This design comes from an exercise in tuning for small area, a short achievable clock period and few clock cycles per item on the open sky130 flow, not from production work.
In this exercise RTL edits were held to simulation tests only and were not proved equivalent to the original.
Power figures rest on the tool's default switching activity, not on a simulated workload.

== run D ==
// tcvt_unit
module tcvt_unit (
    input  wire         clk,
    input  wire         rst,         
    input  wire         in_valid,
    input  wire         in_src_f32,  
    input  wire [1:0]   in_dst_kind, 
    input  wire [6:0]   in_shift,    
    input  wire [2:0]   in_rm,       
    input  wire [127:0] in_acc,      
    output reg          out_valid,
    output wire [47:0]  out_elem,    
    output wire [19:0]  out_flags    
);
Size in the first run: ~4600 cells after synthesis, ~210 I/O pins, roughly 0.031 sq mm of cells after synthesis.
==> flow/config.mk <==
export PLATFORM = sky130hd
export DESIGN_NAME = tcvt_unit
export DESIGN_NICKNAME = tcvt_unit
export VERILOG_FILES = /design/flow/design.v
export SDC_FILE = /design/flow/constraint.sdc
export NUM_CORES = 4
export LEC_CHECK = 0
export ABC_AREA = 1
export CAP_MARGIN = 20
export CORE_MARGIN = 2
export CORE_UTILIZATION = 75
export CTS_CLUSTER_DIAMETER = 80
export CTS_CLUSTER_SIZE = 25
export SLEW_MARGIN = 20
==> flow/constraint.sdc <==
create_clock -name core_clock -period 18.0 [get_ports {clk}]
set_input_delay 3.6000 -clock core_clock [delete_from_list [all_inputs] [get_ports {clk}]]
set_output_delay 3.6000 -clock core_clock [all_outputs]
set_load 0.01 [all_outputs]
standard.sh (not shown) runs the stock make flow with config.mk's settings and CLKGATE_MAP_FILE= SYNTH_SCRIPT=/design/flow/synth_recipe.tcl, a recipe that flattens the netlist after the stock synthesis.
==> flow/flow/run.sh <==
#!/bin/bash
set -e
export BUFFER_PORTS_ARGS="-buffer_cell sky130_fd_sc_hd__buf_2"
export SETUP_SLACK_MARGIN=13.3
bash standard.sh > standard.log 2>&1
Testbench counts of run D, summed over its fixed seeds: cycles 64,024, items 64,000.
> inputs changed (run D -> run B)
--- a/flow/design.v
+++ b/flow/design.v
@@ -87,43 +87,43 @@
     wire h_le0   = $signed({2'b00, lev}) <= $signed(s1_sk2);
     wire ovf_big = $signed({2'b00, lev}) >= $signed(s1_skt);
     wire [4:0] hl  = lev[4:0] - s1_sk2[4:0];
     wire [4:0] ebp = (h_le0 | is_zero) ? 5'd0 : hl;
     wire [9:0] r_f = s1_skr - {2'b00, Ep};
     wire [9:0] r_raw = s1_f32 ? r_f : s1_skr;
     wire [5:0] lr  = s1_f32 ? (s1_isr ? 6'd28 : 6'd26) : ({1'b0, lz} + (s1_isr ? 6'd5 : 6'd3));
-    wire [5:0] r_sat = r_raw[5:0] | {6{r_raw[9:6] != 4'd0}};
-    wire [5:0] r   = is_zero ? 6'd0 : (s1_isf & ~h_le0) ? lr : r_sat;
+    wire [9:0] r   = is_zero ? 10'd0 : (s1_isf & ~h_le0) ? {4'd0, lr} : r_raw;
     wire huge = (~h_le0 & ~is_zero) | is_inf;
     wire ovfb = (ovf_big & ~is_zero) | is_inf;
     reg [30:0] a_y;
     reg [5:0]  a_r;
-    reg        a_sgn, a_inv, a_ho;
+    reg        a_rz, a_sgn, a_inv, a_ho;
     reg [1:0]  a_spc;
     reg [4:0]  a_ebp;
     reg [4:0]  a_tz;
     always @(posedge clk) begin
         a_y   <= y;
-        a_r   <= r;
+        a_r   <= r[5:0];
+        a_rz  <= r[9:6] != 4'd0;
         a_tz  <= tz;
         a_sgn <= sgn;
         a_inv <= inv;
         a_ho  <= s1_isf ? ovfb : huge;
         a_spc <= spc;
         a_ebp <= ebp;
     end
     wire [43:0] e0 = {1'b0, a_y, {12{a_inv}}};
     wire [43:0] e1 = a_r[5] ? {32'd0, e0[43:32]} : e0;
     wire [27:0] e2 = a_r[4] ? e1[43:16] : e1[27:0];
     wire [19:0] e3 = a_r[3] ? e2[27:8]  : e2[19:0];
     wire [15:0] e4 = a_r[2] ? e3[19:4]  : e3[15:0];
     wire [13:0] e5 = a_r[1] ? e4[15:2]  : e4[13:0];
     wire [12:0] e6 = a_r[0] ? e5[13:1]  : e5[12:0];
-    wire [12:0] w  = e6;
-    wire a_st = {1'b0, a_tz} + 6'd13 <= {1'b0, a_r};
+    wire [12:0] w  = a_rz ? 13'd0 : e6;
+    wire a_st = a_rz | ({1'b0, a_tz} + 6'd13 <= {1'b0, a_r});
     wire c  = a_inv & ~a_st;
     wire g  = w[0] ^ c;
     wire cy = w[0] & c;
     wire inexact = g | a_st;
     reg inc;
     always @* begin
         case (s2_rm)
### Flow results
Between run B and run D, the difference in reg-to-reg setup timing slack is negligible. Run D was routed with more vias than run B. Run B ended with more post-route worst setup slack than run D. On highest clock frequency the design can meet, run B and run D are neck and neck. Comparing net count of the finished layout for run B and run D, the smaller number came from run B.
Testbench counts of run B, summed over its fixed seeds: cycles 64,024, items 64,000.

## R
Starting RTL as in the previous note.
Settings: LEC_CHECK=0, ABC_AREA=1, CAP_MARGIN=20, CORE_MARGIN=2, CORE_UTILIZATION=70, CTS_CLUSTER_DIAMETER=100, CTS_CLUSTER_SIZE=30, SLEW_MARGIN=20; clock period 18.0 ns.
Scripts as last shown in full above: flow/flow/run.sh
R went all the way through the flow, and no timing, DRC or antenna check failed.
Testbench counts of R, summed over its fixed seeds: cycles 64,024, items 64,000.
Changes in S relative to R:
diff --git a/flow/design.v b/flow/design.v
--- a/flow/design.v
+++ b/flow/design.v
@@ -82,53 +82,53 @@
         end
     endgenerate
     wire [4:0] tz = tv4[0] ? {1'b0, tp4[3:0]} : {1'b1, tp4[7:4]};
     wire [7:0] Ep  = {E[7:1], E[0] | e_zero};
     wire [7:0] lev = s1_f32 ? Ep : {3'd0, lz};
     wire h_le0   = $signed({2'b00, lev}) <= $signed(s1_sk2);
     wire ovf_big = $signed({2'b00, lev}) >= $signed(s1_skt);
     wire [4:0] hl  = lev[4:0] - s1_sk2[4:0];
     wire [4:0] ebp = (h_le0 | is_zero) ? 5'd0 : hl;
     wire [9:0] r_f = s1_skr - {2'b00, Ep};
     wire [9:0] r_raw = s1_f32 ? r_f : s1_skr;
     wire [5:0] lr  = s1_f32 ? (s1_isr ? 6'd28 : 6'd26) : ({1'b0, lz} + (s1_isr ? 6'd5 : 6'd3));
-    wire [5:0] r_sat = r_raw[5:0] | {6{r_raw[9:6] != 4'd0}};
-    wire [5:0] r   = is_zero ? 6'd0 : (s1_isf & ~h_le0) ? lr : r_sat;
+    wire [9:0] r   = is_zero ? 10'd0 : (s1_isf & ~h_le0) ? {4'd0, lr} : r_raw;
     wire huge = (~h_le0 & ~is_zero) | is_inf;
     wire ovfb = (ovf_big & ~is_zero) | is_inf;
     reg [30:0] a_y;
     reg [5:0]  a_r;
-    reg        a_sgn, a_inv, a_ho;
+    reg        a_rz, a_sgn, a_inv, a_ho;
     reg [1:0]  a_spc;
     reg [4:0]  a_ebp;
     reg [4:0]  a_tz;
     always @(posedge clk) begin
         a_y   <= y;
-        a_r   <= r;
+        a_r   <= r[5:0];
+        a_rz  <= r[9:6] != 4'd0;
         a_tz  <= tz;
         a_sgn <= sgn;
         a_inv <= inv;
         a_ho  <= s1_isf ? ovfb : huge;
         a_spc <= spc;
         a_ebp <= ebp;
     end
     wire [43:0] e0 = {1'b0, a_y, {12{a_inv}}};
     wire [43:0] e1 = a_r[5] ? {32'd0, e0[43:32]} : e0;
     wire [27:0] e2 = a_r[4] ? e1[43:16] : e1[27:0];
     wire [19:0] e3 = a_r[3] ? e2[27:8]  : e2[19:0];
     wire [15:0] e4 = a_r[2] ? e3[19:4]  : e3[15:0];
     wire [13:0] e5 = a_r[1] ? e4[15:2]  : e4[13:0];
     wire [12:0] e6 = a_r[0] ? e5[13:1]  : e5[12:0];
-    wire [12:0] w  = e6;
-    wire a_st = {1'b0, a_tz} + 6'd13 <= {1'b0, a_r};
+    wire [12:0] w  = a_rz ? 13'd0 : e6;
+    wire a_st = a_rz | ({1'b0, a_tz} + 6'd13 <= {1'b0, a_r});
     wire c  = a_inv & ~a_st;
     wire g  = w[0] ^ c;
     wire cy = w[0] & c;
     wire inexact = g | a_st;
     reg inc;
     always @* begin
         case (s2_rm)
             3'd0:    inc = g & (a_st | w[1]);
             3'd2:    inc = a_sgn & inexact;
             3'd3:    inc = ~a_sgn & inexact;
             3'd4:    inc = g;
             default: inc = 1'b0;
--- outcome ---
- Cmp R and S / cell area / higher: R
- Re worst slew slack as a fraction of its limit: S is 7.9 points up on R.
- [S vs R] wire length on met2: lower in S
- The count of clock-buffer cells in the layout number comes out higher for S vs R.
- The portion of total power attributed to the clock network number comes out lower for S vs R.
- Setup slack: S higher than R
Testbench counts of S, summed over its fixed seeds: cycles 64,024, items 64,000.

==> afterwards: timing with drivers on the ports <==
Ports are ideal in the flow. The routed layouts listed here were re-timed in OpenROAD.
Step 1 (the two cells are an assumption about what drives the block):
set clk [get_ports {clk}]
set_driving_cell -lib_cell sky130_fd_sc_hd__clkbuf_16 $clk
set_driving_cell -lib_cell sky130_fd_sc_hd__buf_2 [delete_from_list [all_inputs] $clk]
Step 2 times the ports against the registers' clock, not the clock port: input delays grow and output delays shrink by t, the midpoint of the rising clock arrivals with the driver on.
a / b / c = ideal / step 1 / step 2; a / b = the first two.
run	t (ns)	setup WS [ns]	worst hold slack (ns)	worst setup path at the end	latest minus earliest clock arrival (ns)
run D	0.667	13.310 / 13.251 / 13.509	0.335 / 0.335 / 0.335	register to register	0.026 / 0.026
run B	0.671	13.324 / 13.264 / 13.503	0.329 / 0.329 / 0.329	register to register	0.023 / 0.023
R	0.633	13.329 / 13.271 / 13.577	0.334 / 0.334 / 0.334	register to register	0.022 / 0.023
S	0.639	13.340 / 13.279 / 13.607	0.337 / 0.337 / 0.337	register to register	0.022 / 0.023
After both steps setup and hold are still met in every run listed.
